Background: an optimization exercise with open tools, aiming at small area, a short achievable clock period and few clock cycles. Do not read the settings as production practice.
Function was checked by simulation only, so behaviour that the tests miss may differ from the original.
No activity file was given, so power comes from the tool's default toggle rates.

==> run a <==
Design lens_intu, start of the top module:
module lens_intu (
    input         clk,
    input         rst,
    input         a0_mv,
    input  [3:0]  a0_port,
    input  [31:0] a0_data,
    input         a1_mv,
    input  [3:0]  a1_port,
    input  [31:0] a1_data,
    input         m_mv,
    input  [3:0]  m_port,
    input  [31:0] m_data,
    input         d_mv,
    input  [3:0]  d_port,
    input  [31:0] d_data,
    output [31:0] a0_out,
    output        a0_bwe,
    output [7:0]  a0_bidx,
    output        a0_bval,
    output [31:0] a1_out,
    output        a1_bwe,
    output [7:0]  a1_bidx,
    output        a1_bval,
    output [31:0] mlo,
    output [31:0] mhi,
    output [31:0] d_out,
    output [31:0] d_rem,
    output        d_busy,
    output        d_done,
    output        d_set16,
    output        d_set17
);
    lens_alu u_alu0 (.clk(clk), .rst(rst), .mv(a0_mv), .port(a0_port), .data(a0_data),
                     .out(a0_out), .bwe(a0_bwe), .bidx(a0_bidx), .bval(a0_bval));
    lens_alu u_alu1 (.clk(clk), .rst(rst), .mv(a1_mv), .port(a1_port), .data(a1_data),
                     .out(a1_out), .bwe(a1_bwe), .bidx(a1_bidx), .bval(a1_bval));
    lens_mul u_mul  (.clk(clk), .rst(rst), .mv(m_mv), .port(m_port), .data(m_data),
                     .mlo(mlo), .mhi(mhi));
  ...
==> flow/config.mk <==
export PLATFORM = sky130hd
export DESIGN_NAME = lens_intu
export DESIGN_NICKNAME = lens_intu
export VERILOG_FILES = /design/flow/design.v
export SDC_FILE = /design/flow/constraint.sdc
export NUM_CORES = 4
export LEC_CHECK = 0
export CAP_MARGIN = 20
export CORE_MARGIN = 2
export CORE_UTILIZATION = 50
export SETUP_SLACK_MARGIN = 5
export SLEW_MARGIN = 20
==> flow/constraint.sdc <==
create_clock -name core_clock -period 11.0 [get_ports {clk}]
set_input_delay 2.2000 -clock core_clock [delete_from_list [all_inputs] [get_ports {clk}]]
set_output_delay 2.2000 -clock core_clock [all_outputs]
set_load 0.01 [all_outputs]
standard.sh (not shown) runs the stock make flow with config.mk's settings and CLKGATE_MAP_FILE= SYNTH_SCRIPT=/design/flow/synth_recipe.tcl, a recipe that flattens the netlist after the stock synthesis.
==> flow/flow/run.sh <==
#!/bin/bash
set -euo pipefail
M=${MARGIN:-6.5}
sed -e "s/SETUP_SLACK_MARGIN=[0-9.]*/SETUP_SLACK_MARGIN=$M/" standard.sh > standard_margin.sh
grep -q "SETUP_SLACK_MARGIN=$M" standard_margin.sh
bash standard_margin.sh > standard.log 2>&1
==> run b: changes against run a <==
--- a/flow/design.v
+++ b/flow/design.v
@@ -9,14 +9,17 @@
     output     [7:0]  bidx,
     output            bval
 );
     reg [31:0] b;
     reg [7:0]  kd;              
     wire [31:0] a = data;
-    wire [31:0] add  = a + b;
-    wire [32:0] sub  = {1'b0, a} + {1'b0, ~b} + 33'd1;
+    wire [31:0] add;
+    wire [32:0] sub;
+    wire        add_co;
+    pfx_add #(.W(32), .KS(1)) u_add (.a(a), .b(b),  .cin(1'b0), .s(add),       .cout(add_co));
+    pfx_add #(.W(32), .KS(1)) u_sub (.a(a), .b(~b), .cin(1'b1), .s(sub[31:0]), .cout(sub[32]));
     wire        lt_u = ~sub[32];
     wire        lt_s = lt_u ^ a[31] ^ b[31];
     wire        eq   = (a == b);
     wire [4:0]  s    = b[4:0];
     wire [4:0]  ns   = 5'd0 - s;
     wire        big  = |b[31:5];
@@ -94,13 +97,13 @@
     reg [33:0] d3;              
     reg [4:0]  clz_d;           
     reg [5:0]  clz_n;           
     reg [3:0]  cnt;             
     reg        neg_q;
     reg        neg_r;
-    reg        ovf;
+    reg        sgn_r;
     function [5:0] clz32(input [31:0] v);
         integer j;
         begin
             clz32 = 6'd32;
             for (j = 0; j < 32; j = j + 1)
                 if (v[j]) clz32 = 6'd31 - j[5:0];
@@ -108,14 +111,16 @@
     endfunction
     wire trig = mv && (port == 4'd1 || port == 4'd2) && !busy_r;
     wire sgn  = (port == 4'd2);
     wire dz   = (dvsr == 32'd0);
     wire aneg = sgn && data[31];
     wire dneg = sgn && dvsr[31];
-    wire [31:0] abs_a = aneg ? -data : data;
-    wire [31:0] abs_d = dneg ? -dvsr : dvsr;
+    wire [31:0] neg_x = -(busy_r ? out : data);
+    wire [31:0] neg_y = -(busy_r ? rem : dvsr);
+    wire [31:0] abs_a = aneg ? neg_x : data;
+    wire [31:0] abs_d = dneg ? neg_y : dvsr;
     wire [31:0] a_lz  = aneg ? {~data[30:0], 1'b1} : data;
     wire [6:0]  u     = {2'b0, clz_d} - {1'b0, clz_n} + 7'd1;    
     wire        qz    = u[6] || (u == 7'd0);
     wire [6:0]  m     = u + {6'd0, u[0]};                         
     wire [4:0]  sh    = 5'd0 - m[4:0];                            
     wire [31:0] n0    = sh[1] ? {out[29:0], out[31:30]} : out;
@@ -124,15 +129,16 @@
     wire [31:0] nrot  = sh[4] ? {n2[15:0], n2[31:16]} : n2;
     reg  [31:0] qmask;
     integer i;
     always @(*)
         for (i = 0; i < 32; i = i + 1) qmask[i] = (i >= sh);
     wire [33:0] x   = {rem, out[31:30]};
-    wire [34:0] t1  = {1'b0, x} - {3'b0, d};
-    wire [34:0] t2  = {1'b0, x} - {2'b0, d, 1'b0};
-    wire [34:0] t3  = {1'b0, x} - {1'b0, d3};
+    wire [34:0] t1, t2, t3;
+    pfx_add #(.W(35)) u_t1 (.a({1'b0, x}), .b(~{3'b0, d}),       .cin(1'b1), .s(t1), .cout());
+    pfx_add #(.W(35)) u_t2 (.a({1'b0, x}), .b(~{2'b0, d, 1'b0}), .cin(1'b1), .s(t2), .cout());
+    pfx_add #(.W(35)) u_t3 (.a({1'b0, x}), .b(~{1'b0, d3}),      .cin(1'b1), .s(t3), .cout());
     wire        q3  = ~t3[34];
     wire        q2  = ~t2[34];
     wire        q1  = ~t1[34];
     wire [31:0] rn  = q3 ? t3[31:0] : q2 ? t2[31:0] : q1 ? t1[31:0] : x[31:0];
     wire [1:0]  qd  = {q2, q3 | (q1 & ~q2)};
     assign busy = busy_r;
@@ -174,21 +180,20 @@
                     end
                     ITER: begin
                         rem <= rn;
                         out <= {out[29:0], qd};
                         if (cnt == 4'd0 && !(neg_q || neg_r)) begin
                             done   <= 1'b1;
-                            set17  <= ovf;
                             busy_r <= 1'b0;
                         end
                     end
                     default: begin
-                        if (neg_q) out <= -out;
-                        if (neg_r) rem <= -rem;
+                        if (neg_q) out <= neg_x;
+                        if (neg_r) rem <= neg_y;
                         done   <= 1'b1;
-                        set17  <= ovf;
+                        set17  <= sgn_r && neg_r && !neg_q && out[31];
                         busy_r <= 1'b0;
                     end
                 endcase
             end
         end
     end
@@ -198,13 +203,13 @@
             ph    <= PRE;
             d     <= abs_d;
             clz_d <= clz32(abs_d);
             clz_n <= clz32(a_lz);
             neg_q <= sgn && (data[31] ^ dvsr[31]);
             neg_r <= aneg;
-            ovf   <= sgn && (data == 32'h8000_0000) && (dvsr == 32'hFFFF_FFFF);
+            sgn_r <= sgn;
         end else begin
             case (ph)
                 PRE: begin
                     ph  <= ITER;
                     cnt <= m[4:1] - 4'd1;
                 end
@@ -1887,13 +1892,14 @@
     wire s1641 = pp589 ^ s1519 ^ c1518;
     wire c1642 = (pp589 & s1519) | (pp589 & c1518) | (s1519 & c1518);
     wire s1643 = pp592 ^ pp591 ^ c1520;
     wire c1644 = (pp592 & pp591) | (pp592 & c1520) | (pp591 & c1520);
     wire [63:0] ra = {cs2[125], cs2[123], cs2[121], cs2[119], cs2[117], cs2[115], cs2[113], cs2[111], cs2[109], cs2[107], cs2[105], cs2[103], cs2[101], cs2[99], cs2[97], cs2[95], cs2[93], cs2[91], cs2[89], cs2[87], cs2[85], cs2[83], cs2[81], cs2[79], cs2[77], cs2[75], cs2[73], cs2[71], cs2[69], cs2[67], cs2[65], cs2[63], cs2[61], cs2[59], cs2[57], cs2[55], cs2[53], cs2[51], cs2[49], cs2[47], cs2[45], cs2[43], cs2[41], cs2[39], cs2[37], cs2[35], cs2[33], cs2[31], cs2[29], cs2[27], cs2[25], cs2[23], cs2[21], cs2[19], cs2[17], cs2[15], cs2[13], cs2[11], cs2[9], cs2[7], cs2[5], cs2[3], cs2[2], cs2[0]};
     wire [63:0] rb = {cs2[126], cs2[124], cs2[122], cs2[120], cs2[118], cs2[116], cs2[114], cs2[112], cs2[110], cs2[108], cs2[106], cs2[104], cs2[102], cs2[100], cs2[98], cs2[96], cs2[94], cs2[92], cs2[90], cs2[88], cs2[86], cs2[84], cs2[82], cs2[80], cs2[78], cs2[76], cs2[74], cs2[72], cs2[70], cs2[68], cs2[66], cs2[64], cs2[62], cs2[60], cs2[58], cs2[56], cs2[54], cs2[52], cs2[50], cs2[48], cs2[46], cs2[44], cs2[42], cs2[40], cs2[38], cs2[36], cs2[34], cs2[32], cs2[30], cs2[28], cs2[26], cs2[24], cs2[22], cs2[20], cs2[18], cs2[16], cs2[14], cs2[12], cs2[10], cs2[8], cs2[6], cs2[4], 1'b0, cs2[1]};
-    wire [63:0] prod = ra + rb;
+    wire [63:0] prod;
+    pfx_add #(.W(64)) u_cpa (.a(ra), .b(rb), .cin(1'b0), .s(prod), .cout());
     always @(posedge clk) begin
         if (rst) begin
             b   <= 32'd0;
             v1  <= 1'b0;
             v2  <= 1'b0;
             mlo <= 32'd0;
@@ -2081,6 +2087,46 @@
     lens_mul u_mul  (.clk(clk), .rst(rst), .mv(m_mv), .port(m_port), .data(m_data),
                      .mlo(mlo), .mhi(mhi));
     lens_div u_div  (.clk(clk), .rst(rst), .mv(d_mv), .port(d_port), .data(d_data),
                      .out(d_out), .rem(d_rem), .busy(d_busy), .done(d_done),
                      .set16(d_set16), .set17(d_set17));
 endmodule
+module pfx_add #(parameter W = 32, parameter KS = 0) (
+    input  [W-1:0] a,
+    input  [W-1:0] b,
+    input          cin,
+    output [W-1:0] s,
+    output         cout
+);
+    function integer lg2(input integer n);
+        integer k;
+        begin
+            lg2 = 0;
+            for (k = 1; k < n; k = k * 2) lg2 = lg2 + 1;
+        end
+    endfunction
+    localparam L = lg2(W);
+    wire [W-1:0] p0 = a ^ b;
+    wire [W-1:0] g0 = a & b;
+    reg  [W*(L+1)-1:0] G, P;
+    integer l, i, j;
+    always @(*) begin
+        G[W-1:0] = g0;
+        P[W-1:0] = p0;
+        G[0] = g0[0] | (p0[0] & cin);
+        for (l = 0; l < L; l = l + 1)
+            for (i = 0; i < W; i = i + 1) begin
+                if (KS) j = i - (1 << l);
+                else    j = ((i >> l) & 1) ? (((i >> l) << l) - 1) : -1;
+                if (j >= 0) begin
+                    G[(l+1)*W + i] = G[l*W + i] | (P[l*W + i] & G[l*W + j]);
+                    P[(l+1)*W + i] = P[l*W + i] & P[l*W + j];
+                end else begin
+                    G[(l+1)*W + i] = G[l*W + i];
+                    P[(l+1)*W + i] = P[l*W + i];
+                end
+            end
+    end
+    wire [W-1:0] gl = G[L*W +: W];
+    assign s    = p0 ^ {gl[W-2:0], cin};
+    assign cout = gl[W-1];
+endmodule
==> flow/flow/run.sh (replaced) <==
#!/bin/bash
set -euo pipefail
M=7
sed -e "s/SETUP_SLACK_MARGIN=[0-9.]*/SETUP_SLACK_MARGIN=$M \"BUFFER_PORTS_ARGS=-buffer_cell sky130_fd_sc_hd__buf_1\"/" standard.sh > standard_tuned.sh
grep -q "SETUP_SLACK_MARGIN=$M" standard_tuned.sh
bash standard_tuned.sh > standard.log 2>&1
==> run c: changes against run a <==
--- a/flow/design.v
+++ b/flow/design.v
@@ -9,14 +9,17 @@
     output     [7:0]  bidx,
     output            bval
 );
     reg [31:0] b;
     reg [7:0]  kd;              
     wire [31:0] a = data;
-    wire [31:0] add  = a + b;
-    wire [32:0] sub  = {1'b0, a} + {1'b0, ~b} + 33'd1;
+    wire [31:0] add;
+    wire [32:0] sub;
+    wire        add_co;
+    pfx_add #(.W(32), .KS(1)) u_add (.a(a), .b(b),  .cin(1'b0), .s(add),       .cout(add_co));
+    pfx_add #(.W(32), .KS(1)) u_sub (.a(a), .b(~b), .cin(1'b1), .s(sub[31:0]), .cout(sub[32]));
     wire        lt_u = ~sub[32];
     wire        lt_s = lt_u ^ a[31] ^ b[31];
     wire        eq   = (a == b);
     wire [4:0]  s    = b[4:0];
     wire [4:0]  ns   = 5'd0 - s;
     wire        big  = |b[31:5];
@@ -94,13 +97,13 @@
     reg [33:0] d3;              
     reg [4:0]  clz_d;           
     reg [5:0]  clz_n;           
     reg [3:0]  cnt;             
     reg        neg_q;
     reg        neg_r;
-    reg        ovf;
+    reg        sgn_r;
     function [5:0] clz32(input [31:0] v);
         integer j;
         begin
             clz32 = 6'd32;
             for (j = 0; j < 32; j = j + 1)
                 if (v[j]) clz32 = 6'd31 - j[5:0];
@@ -108,14 +111,16 @@
     endfunction
     wire trig = mv && (port == 4'd1 || port == 4'd2) && !busy_r;
     wire sgn  = (port == 4'd2);
     wire dz   = (dvsr == 32'd0);
     wire aneg = sgn && data[31];
     wire dneg = sgn && dvsr[31];
-    wire [31:0] abs_a = aneg ? -data : data;
-    wire [31:0] abs_d = dneg ? -dvsr : dvsr;
+    wire [31:0] neg_x = -(busy_r ? out : data);
+    wire [31:0] neg_y = -(busy_r ? rem : dvsr);
+    wire [31:0] abs_a = aneg ? neg_x : data;
+    wire [31:0] abs_d = dneg ? neg_y : dvsr;
     wire [31:0] a_lz  = aneg ? {~data[30:0], 1'b1} : data;
     wire [6:0]  u     = {2'b0, clz_d} - {1'b0, clz_n} + 7'd1;    
     wire        qz    = u[6] || (u == 7'd0);
     wire [6:0]  m     = u + {6'd0, u[0]};                         
     wire [4:0]  sh    = 5'd0 - m[4:0];                            
     wire [31:0] n0    = sh[1] ? {out[29:0], out[31:30]} : out;
@@ -124,15 +129,16 @@
     wire [31:0] nrot  = sh[4] ? {n2[15:0], n2[31:16]} : n2;
     reg  [31:0] qmask;
     integer i;
     always @(*)
         for (i = 0; i < 32; i = i + 1) qmask[i] = (i >= sh);
     wire [33:0] x   = {rem, out[31:30]};
-    wire [34:0] t1  = {1'b0, x} - {3'b0, d};
-    wire [34:0] t2  = {1'b0, x} - {2'b0, d, 1'b0};
-    wire [34:0] t3  = {1'b0, x} - {1'b0, d3};
+    wire [34:0] t1, t2, t3;
+    pfx_add #(.W(35)) u_t1 (.a({1'b0, x}), .b(~{3'b0, d}),       .cin(1'b1), .s(t1), .cout());
+    pfx_add #(.W(35)) u_t2 (.a({1'b0, x}), .b(~{2'b0, d, 1'b0}), .cin(1'b1), .s(t2), .cout());
+    pfx_add #(.W(35)) u_t3 (.a({1'b0, x}), .b(~{1'b0, d3}),      .cin(1'b1), .s(t3), .cout());
     wire        q3  = ~t3[34];
     wire        q2  = ~t2[34];
     wire        q1  = ~t1[34];
     wire [31:0] rn  = q3 ? t3[31:0] : q2 ? t2[31:0] : q1 ? t1[31:0] : x[31:0];
     wire [1:0]  qd  = {q2, q3 | (q1 & ~q2)};
     assign busy = busy_r;
@@ -174,21 +180,20 @@
                     end
                     ITER: begin
                         rem <= rn;
                         out <= {out[29:0], qd};
                         if (cnt == 4'd0 && !(neg_q || neg_r)) begin
                             done   <= 1'b1;
-                            set17  <= ovf;
                             busy_r <= 1'b0;
                         end
                     end
                     default: begin
-                        if (neg_q) out <= -out;
-                        if (neg_r) rem <= -rem;
+                        if (neg_q) out <= neg_x;
+                        if (neg_r) rem <= neg_y;
                         done   <= 1'b1;
-                        set17  <= ovf;
+                        set17  <= sgn_r && neg_r && !neg_q && out[31];
                         busy_r <= 1'b0;
                     end
                 endcase
             end
         end
     end
@@ -198,13 +203,13 @@
             ph    <= PRE;
             d     <= abs_d;
             clz_d <= clz32(abs_d);
             clz_n <= clz32(a_lz);
             neg_q <= sgn && (data[31] ^ dvsr[31]);
             neg_r <= aneg;
-            ovf   <= sgn && (data == 32'h8000_0000) && (dvsr == 32'hFFFF_FFFF);
+            sgn_r <= sgn;
         end else begin
             case (ph)
                 PRE: begin
                     ph  <= ITER;
                     cnt <= m[4:1] - 4'd1;
                 end
@@ -1887,13 +1892,14 @@
     wire s1641 = pp589 ^ s1519 ^ c1518;
     wire c1642 = (pp589 & s1519) | (pp589 & c1518) | (s1519 & c1518);
     wire s1643 = pp592 ^ pp591 ^ c1520;
     wire c1644 = (pp592 & pp591) | (pp592 & c1520) | (pp591 & c1520);
     wire [63:0] ra = {cs2[125], cs2[123], cs2[121], cs2[119], cs2[117], cs2[115], cs2[113], cs2[111], cs2[109], cs2[107], cs2[105], cs2[103], cs2[101], cs2[99], cs2[97], cs2[95], cs2[93], cs2[91], cs2[89], cs2[87], cs2[85], cs2[83], cs2[81], cs2[79], cs2[77], cs2[75], cs2[73], cs2[71], cs2[69], cs2[67], cs2[65], cs2[63], cs2[61], cs2[59], cs2[57], cs2[55], cs2[53], cs2[51], cs2[49], cs2[47], cs2[45], cs2[43], cs2[41], cs2[39], cs2[37], cs2[35], cs2[33], cs2[31], cs2[29], cs2[27], cs2[25], cs2[23], cs2[21], cs2[19], cs2[17], cs2[15], cs2[13], cs2[11], cs2[9], cs2[7], cs2[5], cs2[3], cs2[2], cs2[0]};
     wire [63:0] rb = {cs2[126], cs2[124], cs2[122], cs2[120], cs2[118], cs2[116], cs2[114], cs2[112], cs2[110], cs2[108], cs2[106], cs2[104], cs2[102], cs2[100], cs2[98], cs2[96], cs2[94], cs2[92], cs2[90], cs2[88], cs2[86], cs2[84], cs2[82], cs2[80], cs2[78], cs2[76], cs2[74], cs2[72], cs2[70], cs2[68], cs2[66], cs2[64], cs2[62], cs2[60], cs2[58], cs2[56], cs2[54], cs2[52], cs2[50], cs2[48], cs2[46], cs2[44], cs2[42], cs2[40], cs2[38], cs2[36], cs2[34], cs2[32], cs2[30], cs2[28], cs2[26], cs2[24], cs2[22], cs2[20], cs2[18], cs2[16], cs2[14], cs2[12], cs2[10], cs2[8], cs2[6], cs2[4], 1'b0, cs2[1]};
-    wire [63:0] prod = ra + rb;
+    wire [63:0] prod;
+    pfx_add #(.W(64)) u_cpa (.a(ra), .b(rb), .cin(1'b0), .s(prod), .cout());
     always @(posedge clk) begin
         if (rst) begin
             b   <= 32'd0;
             v1  <= 1'b0;
             v2  <= 1'b0;
             mlo <= 32'd0;
@@ -2081,6 +2087,46 @@
     lens_mul u_mul  (.clk(clk), .rst(rst), .mv(m_mv), .port(m_port), .data(m_data),
                      .mlo(mlo), .mhi(mhi));
     lens_div u_div  (.clk(clk), .rst(rst), .mv(d_mv), .port(d_port), .data(d_data),
                      .out(d_out), .rem(d_rem), .busy(d_busy), .done(d_done),
                      .set16(d_set16), .set17(d_set17));
 endmodule
+module pfx_add #(parameter W = 32, parameter KS = 0) (
+    input  [W-1:0] a,
+    input  [W-1:0] b,
+    input          cin,
+    output [W-1:0] s,
+    output         cout
+);
+    function integer lg2(input integer n);
+        integer k;
+        begin
+            lg2 = 0;
+            for (k = 1; k < n; k = k * 2) lg2 = lg2 + 1;
+        end
+    endfunction
+    localparam L = lg2(W);
+    wire [W-1:0] p0 = a ^ b;
+    wire [W-1:0] g0 = a & b;
+    reg  [W*(L+1)-1:0] G, P;
+    integer l, i, j;
+    always @(*) begin
+        G[W-1:0] = g0;
+        P[W-1:0] = p0;
+        G[0] = g0[0] | (p0[0] & cin);
+        for (l = 0; l < L; l = l + 1)
+            for (i = 0; i < W; i = i + 1) begin
+                if (KS) j = i - (1 << l);
+                else    j = ((i >> l) & 1) ? (((i >> l) << l) - 1) : -1;
+                if (j >= 0) begin
+                    G[(l+1)*W + i] = G[l*W + i] | (P[l*W + i] & G[l*W + j]);
+                    P[(l+1)*W + i] = P[l*W + i] & P[l*W + j];
+                end else begin
+                    G[(l+1)*W + i] = G[l*W + i];
+                    P[(l+1)*W + i] = P[l*W + i];
+                end
+            end
+    end
+    wire [W-1:0] gl = G[L*W +: W];
+    assign s    = p0 ^ {gl[W-2:0], cin};
+    assign cout = gl[W-1];
+endmodule
==> flow/flow/run.sh (replaced) <==
#!/bin/bash
set -euo pipefail
M=6.5
sed -e "s/SETUP_SLACK_MARGIN=[0-9.]*/SETUP_SLACK_MARGIN=$M \"BUFFER_PORTS_ARGS=-buffer_cell sky130_fd_sc_hd__buf_1\"/" standard.sh > standard_tuned.sh
grep -q "SETUP_SLACK_MARGIN=$M" standard_tuned.sh
bash standard_tuned.sh > standard.log 2>&1
==> comparison table <==
metric	run b	run a	run c
Placement row count	143	144	143
Multi-input gate area	63250 µm²	60630 µm²	59260 µm²
Register cell area after layout	13530 µm²	13440 µm²	13400 µm²
Tap Count	2030	2044	2030
All-layer global routing usage	44.65%	41.86%	40.67%
Number of nets in the synthesized netlist	10580	10760	10580
Pre-CTS setup slack	4.812 ns	4.210 ns	4.880 ns
Starting Density	50.47%	50.30%	50.47%
Wire length of the first global-routing pass	525900 µm	501900 µm	485400 µm
Sequential power	2.76 mW	2.77 mW	2.76 mW
Total power of the final layout	14.63 mW	11.74 mW	11.56 mW
Result of the run	complete, no violations	complete, no violations	complete, no violations
Met2 Track Usage GR	64.64%	61.25%	59.37%
Headroom to the max-slew limit	19.69%	22.00%	19.56%
Highest achievable clock rate	0.2015 GHz	0.2066 GHz	0.1999 GHz
Testbench counts of run a, summed over its fixed seeds: cycles 37,904.
Testbench counts of run b, summed over its fixed seeds: cycles 37,904.
Testbench counts of run c, summed over its fixed seeds: cycles 37,904.

[separate check: timing with driven ports]
Ports are ideal in the flow. The routed layouts listed here were re-timed in OpenROAD.
Step 1, drivers: a clkbuf_16 drives clk and a buf_2 each remaining input, both assumed.
Step 2 also shifts input and output timing later by t, the mid clock arrival at the registers, as if the neighbouring blocks saw the same clock.
Slacks: ideal ports / drivers / drivers and shift; pairs: ideal ports / drivers.
| run | t (ns) | slack for setup (ns) | hold slack, ns |
|---|---|---|---|
| run a | 0.773 | 6.159 / 6.213 / 5.440 | 0.378 / 0.378 / 0.378 |
| run b | 0.814 | 6.038 / 6.089 / 5.275 | 0.387 / 0.387 / 0.387 |
| run c | 0.803 | 5.997 / 6.049 / 5.245 | 0.371 / 0.371 / 0.371 |
After both steps setup and hold are still met in every run listed. For run b, which loses most, drivers alone change the setup slack by +0.051 ns; drivers and shift together by -0.763 ns.
